This is an optimization exercise on Yosys and OpenROAD, whose aim is small area, a short achievable clock period and few clock cycles, not a production implementation.
RTL that was checked went through simulation tests only; none was proved equivalent to the original.
No functional check of the RTL was part of runs 3 to 6.

==> flow/design.v <==
module light_dec (
    input  wire [23:0] stored,
    output reg  [17:0] data,
    output reg  [2:0]  status
);
    localparam [2:0] ST_OK     = 3'd0;   
    localparam [2:0] ST_CHECK  = 3'd1;   
    localparam [2:0] ST_DATA   = 3'd2;   
    localparam [2:0] ST_POISON = 3'd3;   
    localparam [2:0] ST_UNCORR = 3'd4;   
    localparam [17:0] M0 = 18'h003FF;
    localparam [17:0] M1 = 18'h0FC0F;
    localparam [17:0] M2 = 18'h31C71;
    localparam [17:0] M3 = 18'h36592;
    localparam [17:0] M4 = 18'h1AAA4;
    localparam [17:0] M5 = 18'h2D348;
    wire [17:0] d = stored[17:0];
    wire [5:0]  recomputed = {^(d & M5), ^(d & M4), ^(d & M3),
                              ^(d & M2), ^(d & M1), ^(d & M0)};
    wire [5:0]  syn = stored[23:18] ^ recomputed;
    function [5:0] column(input integer bit_i);
        column = {M5[bit_i], M4[bit_i], M3[bit_i], M2[bit_i], M1[bit_i], M0[bit_i]};
    endfunction
    integer i;
    reg     hit;
    always @(*) begin
        data   = d;
        status = ST_UNCORR;
        hit    = 1'b0;
        if (syn == 6'd0) begin
            status = ST_OK;
        end else if (syn == 6'b000011) begin
            status = ST_POISON;
        end else if (syn == 6'b000001 || syn == 6'b000010 || syn == 6'b000100 ||
                     syn == 6'b001000 || syn == 6'b010000 || syn == 6'b100000) begin
            status = ST_CHECK;
        end else begin
            for (i = 0; i < 18; i = i + 1) begin
                if (syn == column(i)) begin
                    data[i] = ~d[i];
                    hit     = 1'b1;
                end
            end
            if (hit)
                status = ST_DATA;
        end
    end
endmodule
module page_codec (
    input  wire         clk,
    input  wire         rst,         
    input  wire         in_valid,
    output wire         in_ready,
    input  wire [23:0]  in_word,
    output reg          w_valid,
    output reg  [17:0]  w_data,
    output reg  [2:0]   w_status,
    output reg          pg_done,
    output wire [287:0] pg_check,    
    output wire [287:0] pg_syn,      
    output reg          pg_nz,       
    output wire [7:0]   pg_uncorr    
);
    localparam NCHK = 32;
    function [8:0] gf_mul(input [8:0] a, input [8:0] b);
        integer k;
        reg [8:0] acc, sh;
        begin
            acc = 9'd0;
            sh  = a;
            for (k = 0; k < 9; k = k + 1) begin
                if (b[k])
                    acc = acc ^ sh;
                sh = {sh[7:0], 1'b0} ^ (sh[8] ? 9'h011 : 9'h000);
            end
            gf_mul = acc;
        end
    endfunction
    function [8:0] gen_coef(input integer i);
        case (i)
             1: gen_coef = 9'h197;  2: gen_coef = 9'h02D;  3: gen_coef = 9'h008;  4: gen_coef = 9'h186;
             5: gen_coef = 9'h0DB;  6: gen_coef = 9'h1B0;  7: gen_coef = 9'h085;  8: gen_coef = 9'h143;
             9: gen_coef = 9'h19E; 10: gen_coef = 9'h1E8; 11: gen_coef = 9'h067; 12: gen_coef = 9'h0A8;
            13: gen_coef = 9'h03D; 14: gen_coef = 9'h1BD; 15: gen_coef = 9'h063; 16: gen_coef = 9'h193;
            17: gen_coef = 9'h0BA; 18: gen_coef = 9'h01C; 19: gen_coef = 9'h130; 20: gen_coef = 9'h1C9;
            21: gen_coef = 9'h1C6; 22: gen_coef = 9'h146; 23: gen_coef = 9'h09A; 24: gen_coef = 9'h036;
            25: gen_coef = 9'h1C4; 26: gen_coef = 9'h0DF; 27: gen_coef = 9'h179; 28: gen_coef = 9'h0A7;
            29: gen_coef = 9'h05E; 30: gen_coef = 9'h04B; 31: gen_coef = 9'h0BC; 32: gen_coef = 9'h04E;
            default: gen_coef = 9'h000;
        endcase
    endfunction
    function [8:0] alpha_pow(input integer j);
        integer k;
        reg [8:0] a;
        begin
            a = 9'h001;
            for (k = 0; k < j; k = k + 1)
                a = {a[7:0], 1'b0} ^ (a[8] ? 9'h011 : 9'h000);
            alpha_pow = a;
        end
    endfunction
    assign in_ready = 1'b1;
    reg  [23:0] in_r;
    reg         in_v;
    reg  [7:0]  in_idx;                    
    always @(posedge clk) begin
        in_r <= in_word;
        if (rst) begin
            in_v   <= 1'b0;
            in_idx <= 8'd0;
        end else begin
            in_v <= in_valid;
            if (in_valid)
                in_idx <= (in_idx == 8'd239) ? 8'd0 : in_idx + 8'd1;
        end
    end
    reg in_first, in_last, in_data;        
    always @(posedge clk) begin
        if (in_valid) begin
            in_first <= (in_idx == 8'd0);
            in_last  <= (in_idx == 8'd239);
            in_data  <= (in_idx < 8'd224);
        end
    end
    wire [17:0] dec_data;
    wire [2:0]  dec_status;
    light_dec u_dec (.stored(in_r), .data(dec_data), .status(dec_status));
    reg first_word, last_word, data_word;   
    always @(posedge clk) begin
        w_data     <= dec_data;
        w_status   <= dec_status;
        first_word <= in_first;
        last_word  <= in_last;
        data_word  <= in_data;
        if (rst)
            w_valid <= 1'b0;
        else
            w_valid <= in_v;
    end
    wire       accept = w_valid;
    wire [8:0] sym_lo = w_data[8:0];       
    wire [8:0] sym_hi = w_data[17:9];      
    reg  [8:0] rem     [0:NCHK-1];
    wire [8:0] rem_in  [0:NCHK-1];
    wire [8:0] rem_mid [0:NCHK-1];
    wire [8:0] rem_nxt [0:NCHK-1];
    wire [8:0] fb_lo = sym_lo ^ rem_in[0];
    wire [8:0] fb_hi = sym_hi ^ rem_mid[0];
    genvar gi;
    generate
        for (gi = 0; gi < NCHK; gi = gi + 1) begin : g_enc
            assign rem_in[gi] = first_word ? 9'd0 : rem[gi];
            if (gi < NCHK - 1) begin : g_shift
                assign rem_mid[gi] = rem_in[gi + 1]  ^ gf_mul(fb_lo, gen_coef(gi + 1));
                assign rem_nxt[gi] = rem_mid[gi + 1] ^ gf_mul(fb_hi, gen_coef(gi + 1));
            end else begin : g_last
                assign rem_mid[gi] = gf_mul(fb_lo, gen_coef(gi + 1));
                assign rem_nxt[gi] = gf_mul(fb_hi, gen_coef(gi + 1));
            end
            always @(posedge clk) begin
                if (accept && data_word)
                    rem[gi] <= rem_nxt[gi];
            end
        end
        for (gi = 0; gi < NCHK / 2; gi = gi + 1) begin : g_chk_out
            assign pg_check[18*gi +: 18] = {rem[2*gi + 1], rem[2*gi]};
        end
    endgenerate
    reg  [8:0] syn [0:NCHK-1];
    wire [NCHK*9-1:0] syn_nxt_all;
    generate
        for (gi = 0; gi < NCHK; gi = gi + 1) begin : g_syn
            wire [8:0] s_in  = first_word ? 9'd0 : syn[gi];
            wire [8:0] s_nxt = gf_mul(s_in, alpha_pow(2 * gi)) ^
                               gf_mul(sym_lo, alpha_pow(gi)) ^ sym_hi;
            assign syn_nxt_all[9*gi +: 9] = s_nxt;
            always @(posedge clk) begin
                if (accept)
                    syn[gi] <= s_nxt;
            end
            assign pg_syn[9*gi +: 9] = syn[gi];
        end
    endgenerate
    reg  [7:0] uncorr_cnt;
    wire       is_uncorr = (w_status == 3'd4);
    always @(posedge clk) begin
        if (accept) begin
            uncorr_cnt <= (first_word ? 8'd0 : uncorr_cnt) + {7'd0, is_uncorr};
            if (last_word)
                pg_nz <= |syn_nxt_all;
        end
        if (rst)
            pg_done <= 1'b0;
        else
            pg_done <= accept && last_word;
    end
    assign pg_uncorr = uncorr_cnt;
endmodule
==> flow/flow/run.sh <==
#!/bin/bash
# Standard ORFS layout, with every port buffered by a small, fast buffer
# (sky130_fd_sc_hd__buf_1) instead of the resizer's default choice.
set -euo pipefail
export BUFFER_PORTS_ARGS="-buffer_cell sky130_fd_sc_hd__buf_1"
bash standard.sh > standard_flow.log 2>&1
==> flow/standard.sh <==
#!/bin/bash
# synth_recipe.tcl (not shown) runs the flow's synth.tcl, then flattens the netlist and writes it again
# the make line also repeats each setting of config.mk as NAME=value (left out here)
make -C /OpenROAD-flow-scripts/flow DESIGN_CONFIG=/design/flow/config.mk WORK_HOME=/design/flow/orfs CLKGATE_MAP_FILE= SYNTH_SCRIPT=/design/flow/synth_recipe.tcl "${@:-finish}"
==> flow/config.mk <==
export PLATFORM = sky130hd
export DESIGN_NAME = page_codec
export DESIGN_NICKNAME = page_codec
export VERILOG_FILES = /design/flow/design.v
export SDC_FILE = /design/flow/constraint.sdc
export NUM_CORES = 4
export LEC_CHECK = 0
export CAP_MARGIN = 20
export CORE_MARGIN = 2
export CORE_UTILIZATION = 40
export PLACE_DENSITY = 0.6
export SLEW_MARGIN = 20
==> flow/constraint.sdc <==
create_clock -name core_clock -period 10.0 [get_ports {clk}]
set_input_delay 2.0000 -clock core_clock [delete_from_list [all_inputs] [get_ports {clk}]]
set_output_delay 2.0000 -clock core_clock [all_outputs]
set_load 0.01 [all_outputs]
==> results by group, run 1 <==
Status
  – Status: finished clean

Detailed routing
  – Max layer used: met5
  – Met2 wire length: 94.4 mm
  – Initial DRC count: 4702
  – WL final: 206 mm
  – Wire length on met1: 76.3 mm
  – Metal3 WL: 21.6 mm
  – WL/cell: 31.7 µm
  – Pre-Repair DR Iteration Count: 5
  – Detail Route Antenna Nets: 0
  – DR vias/cell: 5.43
  – Vias: 35.3k
  – # DRC: 0

Timing
  – Total negative setup slack: 0 ns
  – Worst slew pin tran: 1.30 ns
  – Min Tclk post-route: 5.89 ns
  – Slew Limit Fails: 0
  – Max_slew headroom: 13.1%
  – Fin. Hold Viols: 0
  – F_max: 170 MHz
  – Final Setup Violations: 0
  – Setup ws final: 4.11 ns
  – RSZ-0062 raised after global routing: false
  – Crit share post-route: 58.9%
  – Clk_skew: 0.0479 ns

Final layout
  – Fin nets: 4926
  – Fill count: 11.2k
  – Share of layout cells above drive strength 1: 7.52%
  – Commonest non-fill, non-tap cells in the layout: 1860 x xnor2_1, 634 x buf_1, 588 x edfxtp_1
  – Register Area: 18900 µm²
  – Footprint of the multi-input gates: 28100 µm²
  – Commonest non-fill, non-tap cell in the layout: xnor2_1
  – P&R area growth vs syn: 16.2%

Yosys
  – Syn_nets: 4252
  – Cell accounting for the most synthesized area: edfxtp_1
  – Post-Syn Instances: 4221
  – Synthesized area: 47400 µm²
  – Top cell type's share of synthesized area: 37.2%
  – Synth area leaders: edfxtp_1 37%, xnor2_1 35%, xor2_1 7.3%
  – Unique masters post-synth: 54
  – Number of synthesized flops with an enable pin: 588
  – FF+latch count, synth: 647
  – Synth Flop Type: edfxtp_1
  – Async SR Flop Fraction: 0%
  – Mapped Avg Cell Area: 11.2 µm²
  – Register area share after synthesis: 39.7%
  – Synth warn: 4

Placed design
  – DP Worst Slack: 4.02 ns
  – Port buffer count: 634
  – DP HPWL: 155 mm
  – Gpl congestion: 0.982

Clocking
  – Max Root-Sink Buffers: 3
  – Cts bufs inserted: 81
  – Clock transition at path regs: 0.06 ns
  – Clock Tree Root: clkbuf_16
  – Clock latency on the worst-skew pair: 0.68 ns
  – PostCTS Resize Cnt: 0
  – CTS tree: built
  – CTS Sinks: 647
  – H-tree depth: 3
  – Hold bufs inserted after CTS: 0
  – Setup bufs post-CTS: 0

Worst setup path
  – Critical Path Sink Type: register
  – Worst reg-to-reg path cell count: 13
  – WP data arrival: 6.28 ns
  – Crit Path Class: register to register
  – Crit Path Max Fanout: 155
  – Setup crit end: rem[9][8]$_DFFE_PP_
  – WP data required: 10.40 ns
  – Worst setup path startpoint: first_word$_DFF_P_
  – Worst R2R End: rem[9][8]$_DFFE_PP_
  – CP Launch Type: register
  – R2R Setup Slk: 4.11 ns
  – Worst r2r src: first_word$_DFF_P_

Floorplan
  – Die Ht: 348 µm
  – Core area: 118000 µm²
  – Rows: 126
  – Die area: 121000 µm²
  – Die width: 348 µm
  – Ports: 636
  – Starting Density: 40.3%

Global routing
  – Number of global-route vias before repair: 33.7k
  – First-pass GRT wire length: 277 mm
  – Overall Global Routing Usage: 33.1%
  – Global route overflow: 0
  – Initial antenna violation count: 9
  – Largest net degree at the start of global routing: 156

Run
  – Max-cap violations: 0

Min path
  – Min-Delay Path Class: register to register
-- stage by stage --
step | hold slack (ns) | instances | utilization, % | cell area (µm²)
2_1_floorplan | 0.323 | 4221 | - | 47400
3_3_place_gp | 0.325 | 6346 | 44.5 | 52400
3_5_place_dp | 0.326 | 6347 | 44.5 | 52500
4_1_cts | 0.341 | 6493 | 46.8 | 55100
5_1_grt | 0.368 | 6494 | 46.8 | 55100
6_report | 0.340 | 6497 | 46.8 | 55100
-- registers in the layout (all words and copies together), names as in the netlist, 3 cells and up --
| signal | flops |
|---|---|
| in_idx | 8 |
| in_r | 24 |
| rem | 288 |
| syn | 288 |
| uncorr_cnt | 8 |
| w_data | 18 |
| w_status | 3 |
-- synthesized netlist by cell type, drive strengths merged (2+ instances only) --
cell and instances:
nand4 16, or3 4, xnor2 1911, buf 93, dfxtp 59, xor2 410
nor2b 191, ha 4, nor3 44, or4 17, o22ai 9, nand3 12
and3 9, xnor3 75, a21oi 23, nand2b 154, and2 16, nor3b 11
mux2 2, clkbuf 94, nor2 316, nand2 41, inv 21, edfxtp 588
xor3 12, nor4 41, or4b 5, nand3b 2, a2111oi 2, o21ai 11
or2 11
-- per-layer routing --
layer,vias to the layer above,track usage (%)
met4,4,18.3
li1,15000,-
met2,2239,52.9
met1,17600,41.7
met5,-,0
met3,508,6.77
-- how the worst min path moves through the flow --
stage / end / slack (ns) / cells after the start / start
6_report: first_word$_DFF_P_ / 0.34 / 0 / in_first$_DFFE_PP_
5_1_grt: first_word$_DFF_P_ / 0.37 / 0 / in_first$_DFFE_PP_
4_1_cts: first_word$_DFF_P_ / 0.34 / 0 / in_first$_DFFE_PP_
3_5_place_dp: first_word$_DFF_P_ / 0.33 / 0 / in_first$_DFFE_PP_
3_3_place_gp: first_word$_DFF_P_ / 0.32 / 0 / in_first$_DFFE_PP_
2_1_floorplan: data_word$_DFF_P_ / 0.32 / 0 / in_data$_DFFE_PP_
-- layout make-up --
cell class | instances | share of cell area, %
Sequential cell | 647 | 34.2
Timing Repair Buffer | 778 | 6.36
Multi-Input combinational cell | 3366 | 51.0
Inverter | 21 | 0.143
Clock buffer | 103 | 4.04
Tap cell | 1536 | 3.49
Antenna cell | 3 | 0.0136
Clock inverter | 43 | 0.690
-- critical path, cell delays in order (launching register included) --
cell     delay (ns)
dfxtp_4        0.54
buf_12         0.48
nor2b_1        0.16
xnor2_2        0.15
buf_4          0.40
xnor3_1        0.69
xnor2_1        0.45
xnor2_4        0.24
buf_4          0.44
xnor2_4        0.15
buf_4          0.47
xnor3_1        0.61
xor2_1         0.58
xnor2_1        0.17
-- logic make-up after synthesis --
| logic type | synth area share (%) |
|---|---|
| AOI/OAI and AO/OA | 0.662 |
| and+or+nand+nor | 9.94 |
| adders and majority gates | 0.106 |
| buffers and inverters | 1.78 |
| DFF | 39.7 |
| other | 0.00791 |
| xor gates and xnor gates | 47.7 |
| muxes | 0.0686 |
Testbench counts, summed over its fixed seeds: cycles 30,744.
==> run 2: changes to the inputs <==
==> flow/run.sh (new file) <==
#!/bin/bash
# synth_recipe.tcl (not shown) runs the flow's synth.tcl, then flattens the netlist and writes it again
# the make line also repeats each setting of config.mk as NAME=value (left out here)
make -C /OpenROAD-flow-scripts/flow DESIGN_CONFIG=/design/flow/config.mk WORK_HOME=/design/flow/orfs CLKGATE_MAP_FILE= SYNTH_SCRIPT=/design/flow/synth_recipe.tcl finish
removed: flow/flow/run.sh
removed: flow/standard.sh
==> results by group, run 2 <==
Yosys
  – Top cell type's share of synthesized area: 37.2% (unchanged)
  – Number of synthesized flops with an enable pin: 588 (unchanged)
  – FF+latch count, synth: 647 (unchanged)
  – Synthesized area: 47400 µm² (unchanged)
  – Largest family of logic cells by synthesized area: XOR/XNOR gates (unchanged)
  – Synth Flop Type: edfxtp_1 (unchanged)
  – Async SR Flop Fraction: 0% (unchanged)
  – Post-Syn Instances: 4221 (unchanged)
  – Synth area leaders: edfxtp_1 37%, xnor2_1 35%, xor2_1 7.3% (unchanged)
  – Mapped Avg Cell Area: 11.2 µm² (unchanged)
  – XOR/XNOR share of the synthesized area: 47.7% (unchanged)
  – Register area share after synthesis: 39.7% (unchanged)
  – Synth top cells by count: 1890 x xnor2_1, 588 x edfxtp_1, 398 x xor2_1 (unchanged)
  – Cell with the most instances after synthesis: xnor2_1 (unchanged)
  – Synth warn: 4 (unchanged)
  – Synth Area in Compound Gates: 0.662% (unchanged)
  – Adder-cell share of the synthesized area: 0.106% (unchanged)
  – Syn_nets: 4252 (unchanged)
  – Unique masters post-synth: 54 (unchanged)
  – Synth Area in Simple Gates: 9.94% (unchanged)
  – Cell accounting for the most synthesized area: edfxtp_1 (unchanged)
  – Mux contribution to synthesized area: 0.0686% (unchanged)

Min path
  – WHS Endpoint: last_word$_DFF_P_ (was first_word$_DFF_P_)
  – Min-Delay Path Class: register to register (unchanged)
  – Hold depth: 0 (unchanged)
  – Critical hold path startpoint: in_last$_DFFE_PP_ (was in_first$_DFFE_PP_)

Worst setup path
  – Crit path largest cell delay: 0.86 ns (was 0.69 ns)
  – Crit-path cells: buf_4 -> nor2_1 -> xnor2_4 -> buf_4 -> xnor2_2 -> xnor3_2 -> buf_4 -> xor2_2 -> xnor2_1 -> xnor2_1 -> xnor2_1 (was buf_12 -> nor2b_1 -> xnor2_2 -> buf_4 -> xnor3_1 -> xnor2_1 -> xnor2_4 -> buf_4 -> xnor2_4 -> buf_4 -> xnor3_1 -> xor2_1 -> xnor2_1)
  – WP data required: 10.42 ns (was 10.40 ns)
  – R2R Setup Slk: 3.50 ns (was 4.11 ns)
  – Worst R2R End: rem[28][7]$_DFFE_PP_ (was rem[9][8]$_DFFE_PP_)
  – Critical-path top delay cell: xor2_2 (was xnor3_1)
  – WP buf/inv: 3 (was 4)
  – Crit Path Max Fanout: 76 (was 155)
  – Top delay family on crit path: XOR/XNOR gates (unchanged)
  – Critical Path Sink Type: register (unchanged)
  – CP Launch Type: register (unchanged)
  – WP data arrival: 6.92 ns (was 6.28 ns)
  – Crit Path Class: register to register (unchanged)
  – Worst r2r src: first_word$_DFF_P_ (unchanged)
  – Worst reg-to-reg path cell count: 11 (was 13)

Detailed routing
  – # DRC: 0 (unchanged)
  – Initial DRC count: 4690 (was 4702)
  – WL/cell: 32.3 µm (was 31.7 µm)
  – Pre-Repair DR Iteration Count: 5 (unchanged)
  – Detail Route Antenna Nets: 0 (unchanged)
  – WL final: 210 mm (was 206 mm)
  – Vias: 35.0k (was 35.3k)
  – DR vias/cell: 5.39 (was 5.43)

Global routing
  – Initial antenna violation count: 10 (was 9)
  – Global route overflow: 0 (unchanged)
  – Overall Global Routing Usage: 33.8% (was 33.1%)
  – Largest net degree at the start of global routing: 184 (was 156)
  – First-pass GRT wire length: 284 mm (was 277 mm)
  – Number of global-route vias before repair: 33.9k (was 33.7k)

Final layout
  – Share of layout cells above drive strength 1: 7.59% (was 7.52%)
  – Commonest non-fill, non-tap cells in the layout: 1857 x xnor2_1, 634 x clkdlybuf4s50_1, 588 x edfxtp_1 (was 1860 x xnor2_1, 634 x buf_1, 588 x edfxtp_1)
  – Final instance area: 59200 µm² (was 55100 µm²)
  – Commonest non-fill, non-tap cell in the layout: xnor2_1 (unchanged)
  – P&R area growth vs syn: 24.7% (was 16.2%)
  – Fin nets: 4927 (was 4926)
  – Top Registers: rem (288), syn (288), in_r (24) (unchanged)

Clocking
  – Hold bufs inserted after CTS: 0 (unchanged)
  – Max Root-Sink Buffers: 3 (unchanged)
  – Setup bufs post-CTS: 0 (unchanged)
  – Clock latency on the worst-skew pair: 0.68 ns (about the same)
  – Cts bufs inserted: 80 (was 81)
  – Clock transition at path regs: 0.06 ns (about the same)
  – PostCTS Resize Cnt: 0 (unchanged)
  – H-tree depth: 3 (unchanged)
  – Clock Tree Root: clkbuf_16 (unchanged)
  – CTS tree: built (unchanged)
  – CTS Sinks: 647 (unchanged)

Timing
  – Max_slew headroom: 15.5% (was 13.1%)
  – Setup ws final: 3.50 ns (was 4.11 ns)
  – RSZ-0062 raised after global routing: false (unchanged)
  – Slew Limit Fails: 0 (unchanged)
  – Fin. Hold Viols: 0 (unchanged)
  – Min Tclk post-route: 6.50 ns (was 5.89 ns)
  – Clk_skew: 0.0350 ns (was 0.0479 ns)
  – Worst slew pin tran: 1.26 ns (was 1.30 ns)
  – F_max: 154 MHz (was 170 MHz)
  – Final Setup Violations: 0 (unchanged)
  – Total negative setup slack: 0 ns (unchanged)
  – Crit share post-route: 65.0% (was 58.9%)

Floorplan
  – Ports: 636 (unchanged)
  – Rows: 126 (unchanged)
  – Die Ht: 348 µm (unchanged)
  – Die width: 348 µm (unchanged)
  – Core area: 118000 µm² (unchanged)
  – Starting Density: 40.3% (unchanged)
  – Die area: 121000 µm² (unchanged)

Placed design
  – Cell Area, Placed: 56500 µm² (was 52500 µm²)
  – DP HPWL: 158 mm (was 155 mm)
  – DP Worst Slack: 3.67 ns (was 4.02 ns)
  – Gpl congestion: 0.972 (was 0.982)
  – Port buffer count: 634 (unchanged)

Run
  – Max-cap violations: 0 (unchanged)

Status
  – Status: finished clean (unchanged)
## run 2: cell counts after synthesis
Identical to the previous run, type by type.
## run 2: area by class of cell
| class | count | area, µm² |
|---|---|---|
| Antenna cell | 4 | 10.0 |
| Clock inverter | 42 | 375 |
| Multi-Input combinational cell | 3366 | 28100 |
| Fill cell | 10600 | 58600 |
| Sequential cell | 647 | 18900 |
| Tap cell | 1536 | 1920 |
| Clock buffer | 101 | 2270 |
| Timing Repair Buffer | 780 | 7490 |
| Inverter | 21 | 78.8 |
## run 2: worst register-to-register path, cell delays in order (launching register included)
cell,delay [ns]
dfxtp_4,0.75
buf_4,0.85
nor2_1,0.49
xnor2_4,0.22
buf_4,0.30
xnor2_2,0.73
xnor3_2,0.84
buf_4,0.41
xor2_2,0.87
xnor2_1,0.32
xnor2_1,0.37
xnor2_1,0.13
## run 2: how the worst max path moves through the flow
| stage | start | to | slack (ns) | cells past startpoint |
|---|---|---|---|---|
| finish | first_word$_DFF_P_ | rem[28][7]$_DFFE_PP_ | 3.50 | 11 |
| global route | first_word$_DFF_P_ | rem[30][8]$_DFFE_PP_ | 3.33 | 11 |
| detailed placement | first_word$_DFF_P_ | rem[7][4]$_DFFE_PP_ | 3.67 | 11 |
| CTS | first_word$_DFF_P_ | rem[28][7]$_DFFE_PP_ | 3.67 | 11 |
| floorplan | w_valid$_SDFF_PP0_ | rem[0][0]$_DFFE_PP_ | 1.85 | 1 |
| global placement | first_word$_DFF_P_ | rem[12][6]$_DFFE_PP_ | 3.74 | 11 |
## run 2: cells by family (layout without fill, tap and decap cells)
group	after synthesis	in the layout
other	1	5
buffers and inverters	208	944
AOI/OAI and AO/OA	54	54
muxes	3	3
adders and majority gates	4	4
and+or+nand+nor	896	896
xor gates and xnor gates	2408	2408
DFF	647	647
## run 2: through the flow
step / std cells / hold WS (ns) / util, %
after global routing: 6493 / 0.323 / 50.2
after detailed placement: 6350 / 0.330 / 48.0
after CTS: 6493 / 0.318 / 50.2
after global placement: 6349 / 0.329 / 48.0
final: 6497 / 0.328 / 50.2
after floorplan: 4221 / 0.323 / -
## run 2: metal layers
| metal | part of all wire, % | global-route usage, % | vias to the layer above | wire, µm |
|---|---|---|---|---|
| met2 | 46 | 54.0 | 2152 | 96900 |
| li1 | - | - | 15000 | - |
| met4 | 6.2 | 18.8 | 8 | 13000 |
| met3 | 9.6 | 5.85 | 444 | 20200 |
| met5 | 0.026 | 0 | - | 54 |
| met1 | 38 | 43.5 | 17400 | 79900 |
==> run 3: changes to the inputs <==
--- a/flow/design.v
+++ b/flow/design.v
@@ -126,9 +126,11 @@
     wire [2:0]  dec_status;
     light_dec u_dec (.stored(in_r), .data(dec_data), .status(dec_status));
     reg first_word, last_word, data_word;   
+    reg [8:0] fb_pre;                       
     always @(posedge clk) begin
         w_data     <= dec_data;
         w_status   <= dec_status;
+        fb_pre     <= dec_data[17:9] ^ gf_mul(dec_data[8:0], gen_coef(1));
         first_word <= in_first;
         last_word  <= in_last;
         data_word  <= in_data;
@@ -141,21 +143,27 @@
     wire [8:0] sym_lo = w_data[8:0];       
     wire [8:0] sym_hi = w_data[17:9];      
     reg  [8:0] rem     [0:NCHK-1];
-    wire [8:0] rem_in  [0:NCHK-1];
-    wire [8:0] rem_mid [0:NCHK-1];
     wire [8:0] rem_nxt [0:NCHK-1];
-    wire [8:0] fb_lo = sym_lo ^ rem_in[0];
-    wire [8:0] fb_hi = sym_hi ^ rem_mid[0];
+    wire [8:0] prod_lo [1:NCHK];            
+    wire [8:0] prod_hi [1:NCHK];            
+    wire [8:0] rem0  = first_word ? 9'd0 : rem[0];
+    wire [8:0] rem1  = first_word ? 9'd0 : (rem[1] ^ gf_mul(rem[0], gen_coef(1)));
+    wire [8:0] fb_lo = sym_lo ^ rem0;
+    wire [8:0] fb_hi = fb_pre ^ rem1;
     genvar gi;
     generate
+        for (gi = 1; gi <= NCHK; gi = gi + 1) begin : g_prod
+            assign prod_lo[gi] = gf_mul(fb_lo, gen_coef(gi));
+            assign prod_hi[gi] = gf_mul(fb_hi, gen_coef(gi));
+        end
         for (gi = 0; gi < NCHK; gi = gi + 1) begin : g_enc
-            assign rem_in[gi] = first_word ? 9'd0 : rem[gi];
-            if (gi < NCHK - 1) begin : g_shift
-                assign rem_mid[gi] = rem_in[gi + 1]  ^ gf_mul(fb_lo, gen_coef(gi + 1));
-                assign rem_nxt[gi] = rem_mid[gi + 1] ^ gf_mul(fb_hi, gen_coef(gi + 1));
+            if (gi < NCHK - 2) begin : g_shift
+                assign rem_nxt[gi] = (first_word ? 9'd0 : rem[gi + 2]) ^
+                                     prod_lo[gi + 2] ^ prod_hi[gi + 1];
+            end else if (gi == NCHK - 2) begin : g_last2
+                assign rem_nxt[gi] = prod_lo[gi + 2] ^ prod_hi[gi + 1];
             end else begin : g_last
-                assign rem_mid[gi] = gf_mul(fb_lo, gen_coef(gi + 1));
-                assign rem_nxt[gi] = gf_mul(fb_hi, gen_coef(gi + 1));
+                assign rem_nxt[gi] = prod_hi[gi + 1];
             end
             always @(posedge clk) begin
                 if (accept && data_word)
@@ -170,9 +178,8 @@
     wire [NCHK*9-1:0] syn_nxt_all;
     generate
         for (gi = 0; gi < NCHK; gi = gi + 1) begin : g_syn
-            wire [8:0] s_in  = first_word ? 9'd0 : syn[gi];
-            wire [8:0] s_nxt = gf_mul(s_in, alpha_pow(2 * gi)) ^
-                               gf_mul(sym_lo, alpha_pow(gi)) ^ sym_hi;
+            wire [8:0] s_mul = first_word ? 9'd0 : gf_mul(syn[gi], alpha_pow(2 * gi));
+            wire [8:0] s_nxt = s_mul ^ gf_mul(sym_lo, alpha_pow(gi)) ^ sym_hi;
             assign syn_nxt_all[9*gi +: 9] = s_nxt;
             always @(posedge clk) begin
                 if (accept)
==> flow/flow/run.sh (new file) <==
#!/bin/bash
# Standard ORFS layout, with every port buffered by a small, fast buffer
# (sky130_fd_sc_hd__buf_1) and timing repair aiming well past the 10 ns clock.
set -euo pipefail
export BUFFER_PORTS_ARGS="-buffer_cell sky130_fd_sc_hd__buf_1"
export SETUP_SLACK_MARGIN=7
bash standard.sh > standard_flow.log 2>&1
==> flow/standard.sh (new file) <==
#!/bin/bash
# synth_recipe.tcl (not shown) runs the flow's synth.tcl, then flattens the netlist and writes it again
# the make line also repeats each setting of config.mk as NAME=value (left out here)
make -C /OpenROAD-flow-scripts/flow DESIGN_CONFIG=/design/flow/config.mk WORK_HOME=/design/flow/orfs CLKGATE_MAP_FILE= SYNTH_SCRIPT=/design/flow/synth_recipe.tcl "${@:-finish}"
removed: flow/run.sh
==> results by group, run 3 <==
Status
  – Status: complete, but fails checks (was finished clean)
  – Failing Checks: max-slew violations

Yosys
  – Synth area leaders: edfxtp_1 37%, xnor2_1 34%, xor2_1 8.3% (was edfxtp_1 37%, xnor2_1 35%, xor2_1 7.3%)
  – Cell accounting for the most synthesized area: edfxtp_1 (unchanged)
  – Cell with the most instances after synthesis: xnor2_1 (unchanged)
  – Unique masters post-synth: 58 (was 54)
  – Async SR Flop Fraction: 0% (unchanged)
  – Top cell type's share of synthesized area: 37.5% (was 37.2%)
  – Post-Syn Instances: 4157 (was 4221)
  – Register area share after synthesis: 40.3% (was 39.7%)
  – FF+latch count, synth: 656 (was 647)
  – Synth warn: 4 (unchanged)
  – Synth top cells by count: 1839 x xnor2_1, 588 x edfxtp_1, 446 x xor2_1 (was 1890 x xnor2_1, 588 x edfxtp_1, 398 x xor2_1)
  – Number of synthesized flops with an enable pin: 588 (unchanged)
  – Synth Flop Type: edfxtp_1 (unchanged)
  – Synthesized area: 47100 µm² (was 47400 µm²)
  – Syn_nets: 4188 (was 4252)
  – Mapped Avg Cell Area: 11.3 µm² (was 11.2 µm²)

Detailed routing
  – # DRC: 0 (unchanged)
  – WL/cell: 38.2 µm (was 32.3 µm)
  – Pre-Repair DR Iteration Count: 7 (was 5)
  – Vias: 46.8k (was 35.0k)
  – Initial DRC count: 8237 (was 4690)
  – DR vias/cell: 6.05 (was 5.39)
  – Detail Route Antenna Nets: 0 (unchanged)
  – WL final: 296 mm (was 210 mm)

Worst setup path
  – R2R Setup Slk: 5.58 ns (was 3.50 ns)
  – Crit Path Class: register to register (unchanged)
  – Crit Path Max Fanout: 7 (was 76)
  – CP Launch Type: register (unchanged)
  – WP data arrival: 4.78 ns (was 6.92 ns)
  – Worst R2R End: rem[22][5]$_DFFE_PP_ (was rem[28][7]$_DFFE_PP_)
  – WP data required: 10.36 ns (was 10.42 ns)
  – Worst r2r src: first_word$_DFF_P_ (unchanged)
  – Worst reg-to-reg path cell count: 15 (was 11)
  – Critical Path Sink Type: register (unchanged)

Floorplan
  – Die area: 121000 µm² (about the same)
  – Die width: 347 µm (was 348 µm)
  – Rows: 125 (was 126)
  – Starting Density: 40.5% (was 40.3%)
  – Core area: 117000 µm² (was 118000 µm²)
  – Ports: 636 (unchanged)
  – Die Ht: 347 µm (was 348 µm)

Global routing
  – Overall Global Routing Usage: 40.9% (was 33.8%)
  – Global route overflow: 0 (unchanged)
  – Initial antenna violation count: 33 (was 10)
  – First-pass GRT wire length: 340 mm (was 284 mm)
  – Number of global-route vias before repair: 40.9k (was 33.9k)
  – Largest net degree at the start of global routing: 168 (was 184)

Clocking
  – CTS Sinks: 656 (was 647)
  – H-tree depth: 3 (unchanged)
  – Clock latency on the worst-skew pair: 0.72 ns (was 0.68 ns)
  – Cts bufs inserted: 82 (was 80)
  – Clock transition at path regs: 0.07 ns (was 0.06 ns)
  – CTS tree: built (unchanged)
  – Clock Tree Root: clkbuf_16 (unchanged)
  – Max Root-Sink Buffers: 3 (unchanged)

Final layout
  – Commonest non-fill, non-tap cell in the layout: xnor2_1 (unchanged)
  – Top Registers: rem (288), syn (288), in_r (24) (unchanged)
  – Final core utilization: 68.1% (was 50.2%)
  – Share of layout cells above drive strength 1: 43.9% (was 7.59%)
  – Commonest non-fill, non-tap cells in the layout: 1361 x xnor2_1, 820 x buf_4, 588 x edfxtp_1 (was 1857 x xnor2_1, 634 x clkdlybuf4s50_1, 588 x edfxtp_1)
  – Fin nets: 6172 (was 4927)
  – P&R area growth vs syn: 68.4% (was 24.7%)

Timing
  – Worst slew pin tran: 1.51 ns (was 1.26 ns)
  – Crit share post-route: 44.2% (was 65.0%)
  – Max_slew headroom: -0.412% (was 15.5%)
  – RSZ-0062 raised after global routing: true (was false)
  – Setup ws final: 5.58 ns (was 3.50 ns)
  – Slew Limit Fails: 13 (was 0)
  – Min Tclk post-route: 4.42 ns (was 6.50 ns)
  – Fin. Hold Viols: 0 (unchanged)
  – Total negative setup slack: 0 ns (unchanged)
  – Clk_skew: 0.0521 ns (was 0.0350 ns)
  – Final Setup Violations: 0 (unchanged)
  – F_max: 226 MHz (was 154 MHz)

Placed design
  – DP Worst Slack: 4.60 ns (was 3.67 ns)
  – DP HPWL: 156 mm (was 158 mm)
  – Gpl congestion: 0.995 (was 0.972)
  – Port buffer count: 634 (unchanged)

Min path
  – WHS Endpoint: first_word$_DFF_P_ (was last_word$_DFF_P_)
  – Hold depth: 0 (unchanged)
  – Critical hold path startpoint: in_first$_DFFE_PP_ (was in_last$_DFFE_PP_)
  – Min-Delay Path Class: register to register (unchanged)

Run
  – Max-cap violations: 0 (unchanged)
[run 3: how the worst max path moves through the flow]
stage	from	end	cells after the start	slack [ns]
after floorplan	w_valid$_SDFF_PP0_	rem[0][0]$_DFFE_PP_	1	3.39
after global placement	w_data[8]$_DFF_P_	pg_nz$_DFFE_PP_	9	4.51
after detailed placement	w_data[1]$_DFF_P_	pg_nz$_DFFE_PP_	10	4.60
after CTS	w_data[6]$_DFF_P_	pg_nz$_DFFE_PP_	10	6.11
after global routing	first_word$_DFF_P_	rem[22][5]$_DFFE_PP_	15	5.74
final	first_word$_DFF_P_	rem[22][5]$_DFFE_PP_	15	5.58
[run 3: cell families (layout without fill, tap and decap cells)]
group | count (synthesis) | count (layout) | share of synthesized area [%]
muxes | 15 | 15 | 0.329
and+or+nand+nor | 832 | 832 | 8.66
adders and majority gates | 4 | 4 | 0.106
buffers and inverters | 182 | 2230 | 1.61
other | 1 | 14 | 0.00796
DFF | 656 | 656 | 40.3
AOI/OAI and AO/OA | 50 | 50 | 0.664
xor gates and xnor gates | 2417 | 2417 | 48.3
[run 3: metal layers]
metal / track usage, % / wire length (µm)
met4: 30.1 / 35400
met2: 59.5 / 117000
met5: 0.0400 / 410
met3: 15.3 / 49600
met1: 49.4 / 93000
[run 3: cell type report]
type	instances	area [µm²]
Clock buffer	100	2270
Timing Repair inverter	1	8.76
Clock inverter	48	417
Sequential cell	656	19100
Multi-Input combinational cell	3319	36200
Timing Repair Buffer	2066	19400
Inverter	15	72.6
Fill cell	7333	37100
Tap cell	1524	1910
Antenna cell	13	32.5
[run 3: timing repair]
action | in CTS | in global routing
setup endpoints to repair | 968 | 900
buffers inserted | 930 | 381
pin swaps | 252 | 336
hold buffers | 0 | 0
resized for setup | 1255 | 888
gates cloned | 20 | 1
[run 3: worst max-delay path, stage by stage (launching register included)]
cell and delay, ns:
dfxtp_4 0.40, buf_12 0.16, buf_16 0.13, buf_12 0.14, buf_12 0.15, nor2b_4 0.30
xnor2_4 0.16, buf_12 0.18, xnor2_4 0.23, buf_12 0.16, buf_12 0.16, xor2_4 0.26
xor2_4 0.31, xnor2_1 0.18, xnor2_2 0.66, xnor2_2 0.38
[run 3: per-stage QoR]
step	instance area [µm²]	hold WS, ns	instances
floorplan	48700	0.323	4157
global placement	53200	0.325	6246
detailed placement	53300	0.328	6249
CTS	71800	0.343	7347
global route	79400	0.347	7731
finish	79400	0.341	7742
==> run 4: changes to the inputs <==
--- a/flow/design.v
+++ b/flow/design.v
@@ -110,16 +110,8 @@
             in_idx <= 8'd0;
         end else begin
             in_v <= in_valid;
-            if (in_valid)
+            if (in_v)
                 in_idx <= (in_idx == 8'd239) ? 8'd0 : in_idx + 8'd1;
-        end
-    end
-    reg in_first, in_last, in_data;        
-    always @(posedge clk) begin
-        if (in_valid) begin
-            in_first <= (in_idx == 8'd0);
-            in_last  <= (in_idx == 8'd239);
-            in_data  <= (in_idx < 8'd224);
         end
     end
     wire [17:0] dec_data;
@@ -131,9 +123,9 @@
         w_data     <= dec_data;
         w_status   <= dec_status;
         fb_pre     <= dec_data[17:9] ^ gf_mul(dec_data[8:0], gen_coef(1));
-        first_word <= in_first;
-        last_word  <= in_last;
-        data_word  <= in_data;
+        first_word <= (in_idx == 8'd0);
+        last_word  <= (in_idx == 8'd239);
+        data_word  <= (in_idx < 8'd224);
         if (rst)
             w_valid <= 1'b0;
         else
==> flow/flow/run.sh (replaced) <==
#!/bin/bash
# Standard ORFS layout, with every port buffered by a small, fast buffer
# (sky130_fd_sc_hd__buf_1) instead of the resizer's default choice.
set -euo pipefail
export BUFFER_PORTS_ARGS="-buffer_cell sky130_fd_sc_hd__buf_1"
bash standard.sh > standard_flow.log 2>&1
--- a/flow/config.mk
+++ b/flow/config.mk
@@ -5,6 +5,7 @@
 export SDC_FILE = /design/flow/constraint.sdc
 export NUM_CORES = 4
 export LEC_CHECK = 0
+export ABC_CLOCK_PERIOD_IN_PS = 3000
 export CAP_MARGIN = 20
 export CORE_MARGIN = 2
 export CORE_UTILIZATION = 40
==> results by group, run 4 <==
Final layout
  – Commonest non-fill, non-tap cells in the layout: 1821 x xnor2_1, 634 x buf_1, 585 x edfxtp_1 (was 1361 x xnor2_1, 820 x buf_4, 588 x edfxtp_1)
  – P&R area growth vs syn: 16.1% (was 68.4%)
  – Commonest non-fill, non-tap cell in the layout: xnor2_1 (unchanged)
  – Fin nets: 4935 (was 6172)
  – Top Registers: rem (288), syn (288), in_r (24) (unchanged)
  – Final instance area: 55500 µm² (was 79400 µm²)
  – Final core utilization: 46.9% (was 68.1%)
  – Antenna diodes: 0 (was 13)
  – Fill count: 11.1k (was 7333)
  – Share of layout cells above drive strength 1: 7.69% (was 43.9%)

Global routing
  – Overall Global Routing Usage: 33.0% (was 40.9%)
  – Number of global-route vias before repair: 33.4k (was 40.9k)
  – First-pass GRT wire length: 278 mm (was 340 mm)
  – Initial antenna violation count: 4 (was 33)
  – Largest net degree at the start of global routing: 144 (was 168)
  – Global route overflow: 0 (unchanged)

Clocking
  – Clock Tree Root: clkbuf_16 (unchanged)
  – CTS tree: built (unchanged)
  – Clock transition at path regs: 0.06 ns (was 0.07 ns)
  – Max Root-Sink Buffers: 3 (unchanged)
  – Setup bufs post-CTS: 0 (was 930)
  – Cts bufs inserted: 82 (unchanged)
  – Hold bufs inserted after CTS: 0 (unchanged)
  – CTS Sinks: 653 (was 656)
  – PostCTS Resize Cnt: 0 (was 1255)
  – Clock latency on the worst-skew pair: 0.68 ns (was 0.72 ns)
  – H-tree depth: 3 (unchanged)

Detailed routing
  – WL final: 207 mm (was 296 mm)
  – Pre-Repair DR Iteration Count: 5 (was 7)
  – Vias: 35.6k (was 46.8k)
  – DR vias/cell: 5.48 (was 6.05)
  – WL/cell: 31.8 µm (was 38.2 µm)
  – Initial DRC count: 5466 (was 8237)
  – Detail Route Antenna Nets: 0 (unchanged)
  – # DRC: 0 (unchanged)

Yosys
  – FF+latch count, synth: 653 (was 656)
  – Number of synthesized flops with an enable pin: 585 (was 588)
  – Synth top cells by count: 1854 x xnor2_1, 585 x edfxtp_1, 408 x xor2_1 (was 1839 x xnor2_1, 588 x edfxtp_1, 446 x xor2_1)
  – Cell accounting for the most synthesized area: edfxtp_1 (unchanged)
  – Async SR Flop Fraction: 0% (unchanged)
  – Synth Flop Type: edfxtp_1 (unchanged)
  – Top cell type's share of synthesized area: 36.8% (was 37.5%)
  – Synth area leaders: edfxtp_1 37%, xnor2_1 34%, xor2_1 7.5% (was edfxtp_1 37%, xnor2_1 34%, xor2_1 8.3%)
  – Synth warn: 4 (unchanged)
  – Syn_nets: 4270 (was 4188)
  – Synthesized area: 47800 µm² (was 47100 µm²)
  – Register area share after synthesis: 39.6% (was 40.3%)
  – Unique masters post-synth: 65 (was 58)
  – Post-Syn Instances: 4239 (was 4157)
  – Cell with the most instances after synthesis: xnor2_1 (unchanged)
  – Mapped Avg Cell Area: 11.3 µm² (about the same)

Worst setup path
  – Crit Path Max Fanout: 22 (was 7)
  – Worst setup path startpoint: w_data[7]$_DFF_P_ (was first_word$_DFF_P_)
  – CP Launch Type: register (unchanged)
  – Worst reg-to-reg path cell count: 9 (was 15)
  – Worst R2R End: pg_nz$_DFFE_PP_ (was rem[22][5]$_DFFE_PP_)
  – WP data arrival: 6.12 ns (was 4.78 ns)
  – Crit Path Class: register to register (unchanged)
  – Setup crit end: pg_nz$_DFFE_PP_ (was rem[22][5]$_DFFE_PP_)
  – Worst r2r src: w_data[7]$_DFF_P_ (was first_word$_DFF_P_)
  – Critical Path Sink Type: register (unchanged)
  – R2R Setup Slk: 4.28 ns (was 5.58 ns)
  – WP data required: 10.40 ns (was 10.36 ns)

Run
  – Max-cap violations: 0 (unchanged)

Placed design
  – DP HPWL: 156 mm (about the same)
  – Port buffer count: 634 (unchanged)
  – Gpl congestion: 1.00 (was 0.995)
  – DP Worst Slack: 4.23 ns (was 4.60 ns)
  – Cell Area, Placed: 52800 µm² (was 53300 µm²)

Timing
  – Clk_skew: 0.0370 ns (was 0.0521 ns)
  – Slew Limit Fails: 0 (was 13)
  – Worst slew pin tran: 1.30 ns (was 1.51 ns)
  – RSZ-0062 raised after global routing: false (was true)
  – Fin. Hold Viols: 0 (unchanged)
  – Crit share post-route: 57.2% (was 44.2%)
  – Min Tclk post-route: 5.72 ns (was 4.42 ns)
  – F_max: 175 MHz (was 226 MHz)
  – Final Setup Violations: 0 (unchanged)
  – Total negative setup slack: 0 ns (unchanged)
  – Max_slew headroom: 13.1% (was -0.412%)
  – Setup ws final: 4.28 ns (was 5.58 ns)

Status
  – Status: finished clean (was complete, but fails checks)

Floorplan
  – Rows: 126 (was 125)
  – Starting Density: 40.4% (was 40.5%)
  – Die Ht: 350 µm (was 347 µm)
  – Ports: 636 (unchanged)
  – Die width: 350 µm (was 347 µm)
  – Die area: 122000 µm² (was 121000 µm²)
  – Core area: 118000 µm² (was 117000 µm²)

Min path
  – Hold depth: 1 (was 0)
  – Min-Delay Path Class: register to register (unchanged)
## run 4: changes by cell type after synthesis, sizes merged, moves of 5 or more
cell	delta
nor2b	+16
o21ai	+9
xor2	-34
or4	-16
xor3	+7
xnor2	+12
clkbuf	+14
xnor3	+13
nor4	+7
nor2	+16
nand4	+5
## run 4: critical path, cell delays in order, from the launching register on
cell	delay, ns
dfxtp_2	0.56
xnor2_2	0.82
xor2_1	0.90
xor2_1	0.32
xnor2_1	0.23
nor4_1	0.93
nand4_1	0.33
a2111oi_0	0.89
and4b_1	0.35
nand4_1	0.11
## run 4: layer usage
layer,part of all wire [%],global-route usage (%),up-vias
met5,0,0,-
met4,5.6,16.1,0
met3,11,7.30,464
met2,43,49.7,2503
met1,40,44.7,17500
li1,-,-,15100
## run 4: cells by family (layout without fill, tap and decap cells)
| family | Yosys count | in the layout | synth area share [%] |
|---|---|---|---|
| fa+ha+maj | 4 | 4 | 0.105 |
| compound gates | 75 | 75 | 0.974 |
| xor+xnor | 2415 | 2415 | 48.2 |
| flops | 653 | 653 | 39.6 |
| buf+inv | 196 | 926 | 1.68 |
| simple gates | 880 | 880 | 9.11 |
| other cells | 1 | 1 | 0.00785 |
| mux | 15 | 15 | 0.325 |
## run 4: layout make-up
class	instances	area, µm²	share of cell area, %
clock buffers	100	2220	4.01
clock inverters	49	489	0.881
inverters	18	72.6	0.131
multi-input cells	3390	28500	51.3
flip-flops and latches	653	19000	34.1
well taps	1536	1920	3.46
repair buffers	759	3340	6.03
## run 4: metrics by stage
step / hold slack [ns] / cells
global placement: 0.475 / 6354
detailed placement: 0.473 / 6355
floorplan: 0.423 / 4239
CTS: 0.494 / 6504
finish: 0.494 / 6505
global route: 0.544 / 6505
## run 4: worst min path at each step
| stage | from | end | slack (ns) |
|---|---|---|---|
| global placement | in_idx[7]$_SDFFE_PP0P_ | data_word$_DFF_P_ | 0.47 |
| finish | in_idx[7]$_SDFFE_PP0P_ | data_word$_DFF_P_ | 0.49 |
| CTS | in_idx[7]$_SDFFE_PP0P_ | data_word$_DFF_P_ | 0.49 |
| detailed placement | in_idx[7]$_SDFFE_PP0P_ | data_word$_DFF_P_ | 0.47 |
| global route | in_idx[7]$_SDFFE_PP0P_ | data_word$_DFF_P_ | 0.54 |
| floorplan | in_idx[7]$_SDFFE_PP0P_ | data_word$_DFF_P_ | 0.42 |
==> run 5: changes to the inputs <==
--- a/flow/design.v
+++ b/flow/design.v
@@ -139,7 +139,8 @@
     wire [8:0] prod_lo [1:NCHK];            
     wire [8:0] prod_hi [1:NCHK];            
     wire [8:0] rem0  = first_word ? 9'd0 : rem[0];
-    wire [8:0] rem1  = first_word ? 9'd0 : (rem[1] ^ gf_mul(rem[0], gen_coef(1)));
+    reg  [8:0] rem0g;                       
+    wire [8:0] rem1  = first_word ? 9'd0 : (rem[1] ^ rem0g);
     wire [8:0] fb_lo = sym_lo ^ rem0;
     wire [8:0] fb_hi = fb_pre ^ rem1;
     genvar gi;
@@ -147,6 +148,13 @@
         for (gi = 1; gi <= NCHK; gi = gi + 1) begin : g_prod
             assign prod_lo[gi] = gf_mul(fb_lo, gen_coef(gi));
             assign prod_hi[gi] = gf_mul(fb_hi, gen_coef(gi));
+        end
+        wire [8:0] rem0g_nxt = gf_mul(first_word ? 9'd0 : rem[2], gen_coef(1)) ^
+                               gf_mul(fb_lo, gf_mul(gen_coef(2), gen_coef(1))) ^
+                               gf_mul(fb_hi, gf_mul(gen_coef(1), gen_coef(1)));
+        always @(posedge clk) begin
+            if (accept && data_word)
+                rem0g <= rem0g_nxt;
         end
         for (gi = 0; gi < NCHK; gi = gi + 1) begin : g_enc
             if (gi < NCHK - 2) begin : g_shift
==> results by group, run 5 <==
Status
  – Status: finished clean (unchanged)

Floorplan
  – Die width: 347 µm (was 350 µm)
  – Starting Density: 40.4% (about the same)
  – Ports: 636 (unchanged)
  – Core area: 117000 µm² (was 118000 µm²)
  – Die area: 120000 µm² (was 122000 µm²)
  – Die Ht: 347 µm (was 350 µm)
  – Rows: 125 (was 126)

Timing
  – Crit share post-route: 55.9% (was 57.2%)
  – Final Setup Violations: 0 (unchanged)
  – Worst slew pin tran: 1.22 ns (was 1.30 ns)
  – F_max: 179 MHz (was 175 MHz)
  – Total negative setup slack: 0 ns (unchanged)
  – Clk_skew: 0.0317 ns (was 0.0370 ns)
  – Slew Limit Fails: 0 (unchanged)
  – RSZ-0062 raised after global routing: false (unchanged)
  – Fin. Hold Viols: 0 (unchanged)
  – Max_slew headroom: 18.3% (was 13.1%)
  – Min Tclk post-route: 5.59 ns (was 5.72 ns)

Yosys
  – Cell accounting for the most synthesized area: edfxtp_1 (unchanged)
  – Mapped Avg Cell Area: 11.1 µm² (was 11.3 µm²)
  – Synth warn: 4 (unchanged)
  – Syn_nets: 4287 (was 4270)
  – Synth top cells by count: 1962 x xnor2_1, 594 x edfxtp_1, 445 x xor2_1 (was 1854 x xnor2_1, 585 x edfxtp_1, 408 x xor2_1)
  – Post-Syn Instances: 4256 (was 4239)
  – Register area share after synthesis: 40.8% (was 39.6%)
  – Top cell type's share of synthesized area: 37.9% (was 36.8%)
  – Async SR Flop Fraction: 0% (unchanged)
  – Synth area leaders: edfxtp_1 38%, xnor2_1 36%, xor2_1 8.3% (was edfxtp_1 37%, xnor2_1 34%, xor2_1 7.5%)
  – Unique masters post-synth: 59 (was 65)
  – Cell with the most instances after synthesis: xnor2_1 (unchanged)
  – Synth Flop Type: edfxtp_1 (unchanged)
  – FF+latch count, synth: 662 (was 653)
  – Synthesized area: 47100 µm² (was 47800 µm²)
  – Number of synthesized flops with an enable pin: 594 (was 585)

Detailed routing
  – # DRC: 0 (unchanged)
  – Pre-Repair DR Iteration Count: 5 (unchanged)
  – WL/cell: 31.9 µm (was 31.8 µm)
  – Vias: 36.0k (was 35.6k)
  – Detail Route Antenna Nets: 0 (unchanged)
  – Initial DRC count: 5430 (was 5466)
  – WL final: 208 mm (was 207 mm)
  – DR vias/cell: 5.51 (was 5.48)

Worst setup path
  – Worst reg-to-reg path cell count: 10 (was 9)
  – Crit path largest cell delay: 0.91 ns (was 0.93 ns)
  – WP data arrival: 5.98 ns (was 6.12 ns)
  – Crit Path Class: register to register (unchanged)
  – WP data required: 10.39 ns (was 10.40 ns)
  – CP Launch Type: register (unchanged)
  – Worst r2r src: first_word$_DFF_P_ (was w_data[7]$_DFF_P_)
  – Critical Path Sink Type: register (unchanged)
  – R2R Setup Slk: 4.41 ns (was 4.28 ns)
  – Worst R2R End: rem[0][1]$_DFFE_PP_ (was pg_nz$_DFFE_PP_)
  – Critical-path top delay cell: xnor2_1 (was nor4_1)
  – Crit-path cells: buf_12 -> nor2_1 -> xnor2_2 -> buf_4 -> xnor2_2 -> buf_4 -> xor2_1 -> xor2_1 -> xnor2_1 -> xnor2_1 (was xnor2_2 -> xor2_1 -> xor2_1 -> xnor2_1 -> nor4_1 -> nand4_1 -> a2111oi_0 -> and4b_1 -> nand4_1)
  – Crit Path Max Fanout: 140 (was 22)

Min path
  – Min-Delay Path Class: register to register (unchanged)
  – WHS Endpoint: data_word$_DFF_P_ (unchanged)
  – Hold depth: 1 (unchanged)
  – Critical hold path startpoint: in_idx[7]$_SDFFE_PP0P_ (unchanged)

Placed design
  – Port buffer count: 634 (unchanged)
  – Gpl congestion: 1.01 (was 1.00)
  – DP HPWL: 156 mm (unchanged)

Final layout
  – Fill count: 11.0k (was 11.1k)
  – Share of layout cells above drive strength 1: 6.89% (was 7.69%)
  – Fin nets: 4969 (was 4935)
  – Register Area: 19200 µm² (was 19000 µm²)
  – Commonest non-fill, non-tap cell in the layout: xnor2_1 (unchanged)
  – P&R area growth vs syn: 16.3% (was 16.1%)
  – Top Registers: rem (288), syn (288), in_r (24) (unchanged)
  – Final core utilization: 47.0% (was 46.9%)
  – Footprint of the multi-input gates: 27500 µm² (was 28500 µm²)
  – Commonest non-fill, non-tap cells in the layout: 1923 x xnor2_1, 634 x buf_1, 594 x edfxtp_1 (was 1821 x xnor2_1, 634 x buf_1, 585 x edfxtp_1)

Global routing
  – Number of global-route vias before repair: 34.2k (was 33.4k)
  – Global route overflow: 0 (unchanged)
  – Initial antenna violation count: 8 (was 4)
  – Largest net degree at the start of global routing: 146 (was 144)
  – First-pass GRT wire length: 281 mm (was 278 mm)
  – Overall Global Routing Usage: 33.5% (was 33.0%)

Clocking
  – Setup bufs post-CTS: 0 (unchanged)
  – Clock transition at path regs: 0.07 ns (was 0.06 ns)
  – H-tree depth: 3 (unchanged)
  – Hold bufs inserted after CTS: 0 (unchanged)
  – CTS Sinks: 662 (was 653)
  – Clock Tree Root: clkbuf_16 (unchanged)
  – Cts bufs inserted: 82 (unchanged)
  – Max Root-Sink Buffers: 3 (unchanged)
  – CTS tree: built (unchanged)
  – PostCTS Resize Cnt: 0 (unchanged)
  – Clock latency on the worst-skew pair: 0.69 ns (was 0.68 ns)

Run
  – Max-cap violations: 0 (unchanged)
[run 5: cell count changes after synthesis, moves of 6 or more]
cell,change
xor2_2,-10
and2_1,+6
xnor2_2,-21
xnor3_1,-43
xnor2_1,+108
xor2_1,+37
edfxtp_1,+9
nand2_1,+10
inv_1,+6
clkbuf_1,-6
xor3_1,-15
or4_1,+9
or2_2,-6
nor2b_1,-15
[run 5: final cells by class]
cell class,instances,area share [%]
clock buffer,97,3.93
clock inverter,54,0.882
sequential,662,35.1
timing repair buffer,767,6.23
tap,1524,3.48
multi-input combinational,3401,50.2
antenna,1,0.00457
inverter,24,0.174
[run 5: metal layers]
layer  track usage, %  part of all wire, %
met1             44.2                   39
met2             50.1                   43
met5                0                0.068
met3             8.79                   12
met4             17.5                  6.0
[run 5: worst max-delay path by stage]
stage / from / to / slack [ns] / cells after the start
after floorplan: w_valid$_SDFF_PP0_ / rem0g[0]$_DFFE_PP_ / 1.75 / 1
after global placement: first_word$_DFF_P_ / rem[0][1]$_DFFE_PP_ / 4.68 / 10
after detailed placement: first_word$_DFF_P_ / rem[0][1]$_DFFE_PP_ / 4.69 / 10
after CTS: w_data[5]$_DFF_P_ / pg_nz$_DFFE_PP_ / 4.70 / 9
after global routing: first_word$_DFF_P_ / rem[26][6]$_DFFE_PP_ / 4.38 / 10
final: first_word$_DFF_P_ / rem[0][1]$_DFFE_PP_ / 4.41 / 10
[run 5: cell families after synthesis]
family	synth area share, %
multiplexers	0.128
flip-flops	40.8
XOR/XNOR	47.6
AO/OA/AOI/OAI	0.925
adder cells (fa/ha/maj)	0.106
buffers and inverters	1.66
other	0.00796
AND/OR/NAND/NOR	8.76
[run 5: metrics by stage]
stage	setup WS (ns)	hold WS, ns	cell area, µm²	instances
after CTS	4.70	0.516	54700	6529
after floorplan	1.75	0.429	47100	4256
after detailed placement	4.69	0.489	52100	6378
after global routing	4.38	0.538	54800	6529
final	4.41	0.513	54800	6530
after global placement	4.68	0.486	52100	6377
[run 5: critical path, delay by kind of cell (launching register included)]
| family | cells | cell delay, ns |
|---|---|---|
| AND/OR/NAND/NOR | 1 | 0.17 |
| flip-flops | 1 | 0.75 |
| buffers and inverters | 3 | 1.20 |
| XOR/XNOR | 6 | 3.02 |
==> run 6: changes to the inputs <==
--- a/flow/design.v
+++ b/flow/design.v
@@ -118,12 +118,14 @@
     wire [2:0]  dec_status;
     light_dec u_dec (.stored(in_r), .data(dec_data), .status(dec_status));
     reg first_word, last_word, data_word;   
+    reg cont_word;                          
     reg [8:0] fb_pre;                       
     always @(posedge clk) begin
         w_data     <= dec_data;
         w_status   <= dec_status;
         fb_pre     <= dec_data[17:9] ^ gf_mul(dec_data[8:0], gen_coef(1));
         first_word <= (in_idx == 8'd0);
+        cont_word  <= (in_idx != 8'd0);
         last_word  <= (in_idx == 8'd239);
         data_word  <= (in_idx < 8'd224);
         if (rst)
@@ -138,9 +140,9 @@
     wire [8:0] rem_nxt [0:NCHK-1];
     wire [8:0] prod_lo [1:NCHK];            
     wire [8:0] prod_hi [1:NCHK];            
-    wire [8:0] rem0  = first_word ? 9'd0 : rem[0];
+    wire [8:0] rem0  = cont_word ? rem[0] : 9'd0;
     reg  [8:0] rem0g;                       
-    wire [8:0] rem1  = first_word ? 9'd0 : (rem[1] ^ rem0g);
+    wire [8:0] rem1  = cont_word ? (rem[1] ^ rem0g) : 9'd0;
     wire [8:0] fb_lo = sym_lo ^ rem0;
     wire [8:0] fb_hi = fb_pre ^ rem1;
     genvar gi;
--- a/flow/config.mk
+++ b/flow/config.mk
@@ -10,4 +10,5 @@
 export CORE_MARGIN = 2
 export CORE_UTILIZATION = 40
 export PLACE_DENSITY = 0.6
+export SETUP_SLACK_MARGIN = 5
 export SLEW_MARGIN = 20
==> results by group, run 6 <==
Worst setup path
  – Critical Path Sink Type: register (unchanged)
  – WP data arrival: 5.27 ns (was 5.98 ns)
  – Crit path largest cell delay: 0.92 ns (was 0.91 ns)
  – Top delay family on crit path: simple AND/OR/NAND/NOR gates (was XOR/XNOR gates)
  – Crit-path cells: buf_6 -> nor2b_1 -> xnor2_1 -> nor4_1 -> or3b_2 -> nand4b_1 -> nor4_1 -> nand4_1 -> nor3b_1 -> nand4_1 (was buf_12 -> nor2_1 -> xnor2_2 -> buf_4 -> xnor2_2 -> buf_4 -> xor2_1 -> xor2_1 -> xnor2_1 -> xnor2_1)
  – Crit Path Max Fanout: 73 (was 140)

Floorplan
  – Die area: 123000 µm² (was 120000 µm²)
  – Ports: 636 (unchanged)
  – Core area: 120000 µm² (was 117000 µm²)
  – Die width: 351 µm (was 347 µm)

Detailed routing
  – WL final: 214 mm (was 208 mm)
  – # DRC: 0 (unchanged)
  – Pre-Repair DR Iteration Count: 5 (unchanged)
  – DR vias/cell: 5.45 (was 5.51)

Timing
  – Clk_skew: 0.0516 ns (was 0.0317 ns)
  – Total negative setup slack: 0 ns (unchanged)
  – Worst hold slack: 0.479 ns (was 0.513 ns)
  – Final Setup Violations: 0 (unchanged)
  – RSZ-0062 raised after global routing: false (unchanged)
  – Setup ws final: 5.14 ns (was 4.41 ns)

Clocking
  – Clock Tree Root: clkbuf_16 (unchanged)
  – Setup bufs post-CTS: 0 (unchanged)
  – Clock transition at path regs: 0.07 ns (about the same)
  – Clock latency on the worst-skew pair: 0.70 ns (was 0.69 ns)

Global routing
  – First-pass GRT wire length: 287 mm (was 281 mm)
  – Overall Global Routing Usage: 33.9% (was 33.5%)
  – Global route overflow: 0 (unchanged)
  – Initial antenna violation count: 7 (was 8)

Final layout
  – Fin nets: 4922 (was 4969)
  – Commonest non-fill, non-tap cell in the layout: xnor2_1 (unchanged)
  – P&R area growth vs syn: 15.9% (was 16.3%)
  – Share of layout cells above drive strength 1: 7.89% (was 6.89%)

Yosys
  – Syn_nets: 4256 (was 4287)
  – Register area share after synthesis: 39.9% (was 40.8%)
  – Synth area leaders: edfxtp_1 37%, xnor2_1 35%, xor2_1 7.2% (was edfxtp_1 38%, xnor2_1 36%, xor2_1 8.3%)
  – Synth top cells by count: 1919 x xnor2_1, 594 x edfxtp_1, 393 x xor2_1 (was 1962 x xnor2_1, 594 x edfxtp_1, 445 x xor2_1)
  – Post-Syn Instances: 4225 (was 4256)
  – Number of synthesized flops with an enable pin: 594 (unchanged)
  – Unique masters post-synth: 71 (was 59)
  – Async SR Flop Fraction: 0% (unchanged)

Status
  – Status: finished clean (unchanged)

Run
  – Max-cap violations: 0 (unchanged)

Min path
  – Min-Delay Path Class: register to register (unchanged)
-- run 6: cell type report --
class / count / area, µm² / share of cell area, %
Antenna cell: 3 / 7.51 / 0.0135
Multi-Input combinational cell: 3376 / 28500 / 51.1
Sequential cell: 663 / 19200 / 34.5
Inverter: 16 / 66.3 / 0.119
Tap cell: 1612 / 2020 / 3.62
Clock buffer: 106 / 2290 / 4.10
Timing Repair Buffer: 751 / 3310 / 5.94
Clock inverter: 45 / 353 / 0.632
-- run 6: cell families (layout without fill, tap and decap cells) --
| kind of cell | Yosys count | in the layout | synth area share (%) |
|---|---|---|---|
| adder cells (fa/ha/maj) | 4 | 4 | 0.104 |
| other | 1 | 4 | 0.00779 |
| flip-flops | 663 | 663 | 39.9 |
| AND/OR/NAND/NOR | 833 | 833 | 8.44 |
| AO/OA/AOI/OAI | 61 | 61 | 0.801 |
| buffers and inverters | 186 | 918 | 1.77 |
| XOR/XNOR | 2471 | 2471 | 48.8 |
| multiplexers | 6 | 6 | 0.148 |
-- run 6: worst register-to-register path, cell delays in order, from the launching register on --
cell	delay, ns
dfxtp_4	0.92
buf_6	0.57
nor2b_1	0.13
xnor2_1	0.17
nor4_1	0.68
or3b_2	0.49
nand4b_1	0.20
nor4_1	0.50
nand4_1	0.22
nor3b_1	0.55
nand4_1	0.18
-- run 6: per-layer routing --
layer	global-route usage, %	wire, µm	vias to the layer above
met1	43.0	79200	17800
met2	53.3	96900	2459
met5	0	44	-
met4	18.8	13700	6
met3	7.84	24300	492
li1	-	-	15000
-- run 6: final timing paths --
| kind | startpoint | to | cells past startpoint |
|---|---|---|---|
| worst min register to register | in_idx[7]$_SDFFE_PP0P_ | data_word$_DFF_P_ | 1 |
| worst min-delay path | in_idx[7]$_SDFFE_PP0P_ | data_word$_DFF_P_ | 1 |
| worst max register to register | first_word$_DFF_P_ | pg_nz$_DFFE_PP_ | 10 |
| worst max-delay path | first_word$_DFF_P_ | pg_nz$_DFFE_PP_ | 10 |
-- run 6: metrics by stage --
stage	cell area [µm²]	utilization, %
floorplan	48100	-
global placement	53100	44.3
detailed placement	53100	44.4
CTS	55800	46.6
global route	55800	46.6
finish	55800	46.6
-- run 6: timing repair --
item	4_1_cts	5_1_grt
resized for setup	2	2
hold buffers	0	0
setup endpoints to repair	1	1

-- re-timing with driven ports --
The flow's constraints put no driver on any port. The routed layouts listed below were extracted and timed again, unchanged, in two steps. Step 1 assumes that a clkbuf_16 drives the clock port and a buf_2 every other input. Step 2 moves the port delays by t, midway between the first and last clock arrival at a register: inputs arrive t later, outputs are due t later. That takes back most of the time a late clock gives input paths. Slacks: ideal / step 1 / step 2; pairs: ideal / step 1.
run	t, ns	slack for setup (ns)	slew at the worst register clock pin (ns)	cell pins on the clock port's net
run 1	0.738	4.112 / 4.112 / 4.112	0.07 / 0.07	1
run 2	0.742	3.496 / 3.496 / 3.496	0.07 / 0.07	1
run 3	0.785	5.580 / 5.580 / 5.580	0.08 / 0.08	1
run 4	0.750	4.279 / 4.279 / 4.279	0.07 / 0.07	1
run 5	0.752	4.411 / 4.411 / 4.411	0.07 / 0.07	1
run 6	0.754	5.140 / 5.140 / 5.140	0.07 / 0.07	1
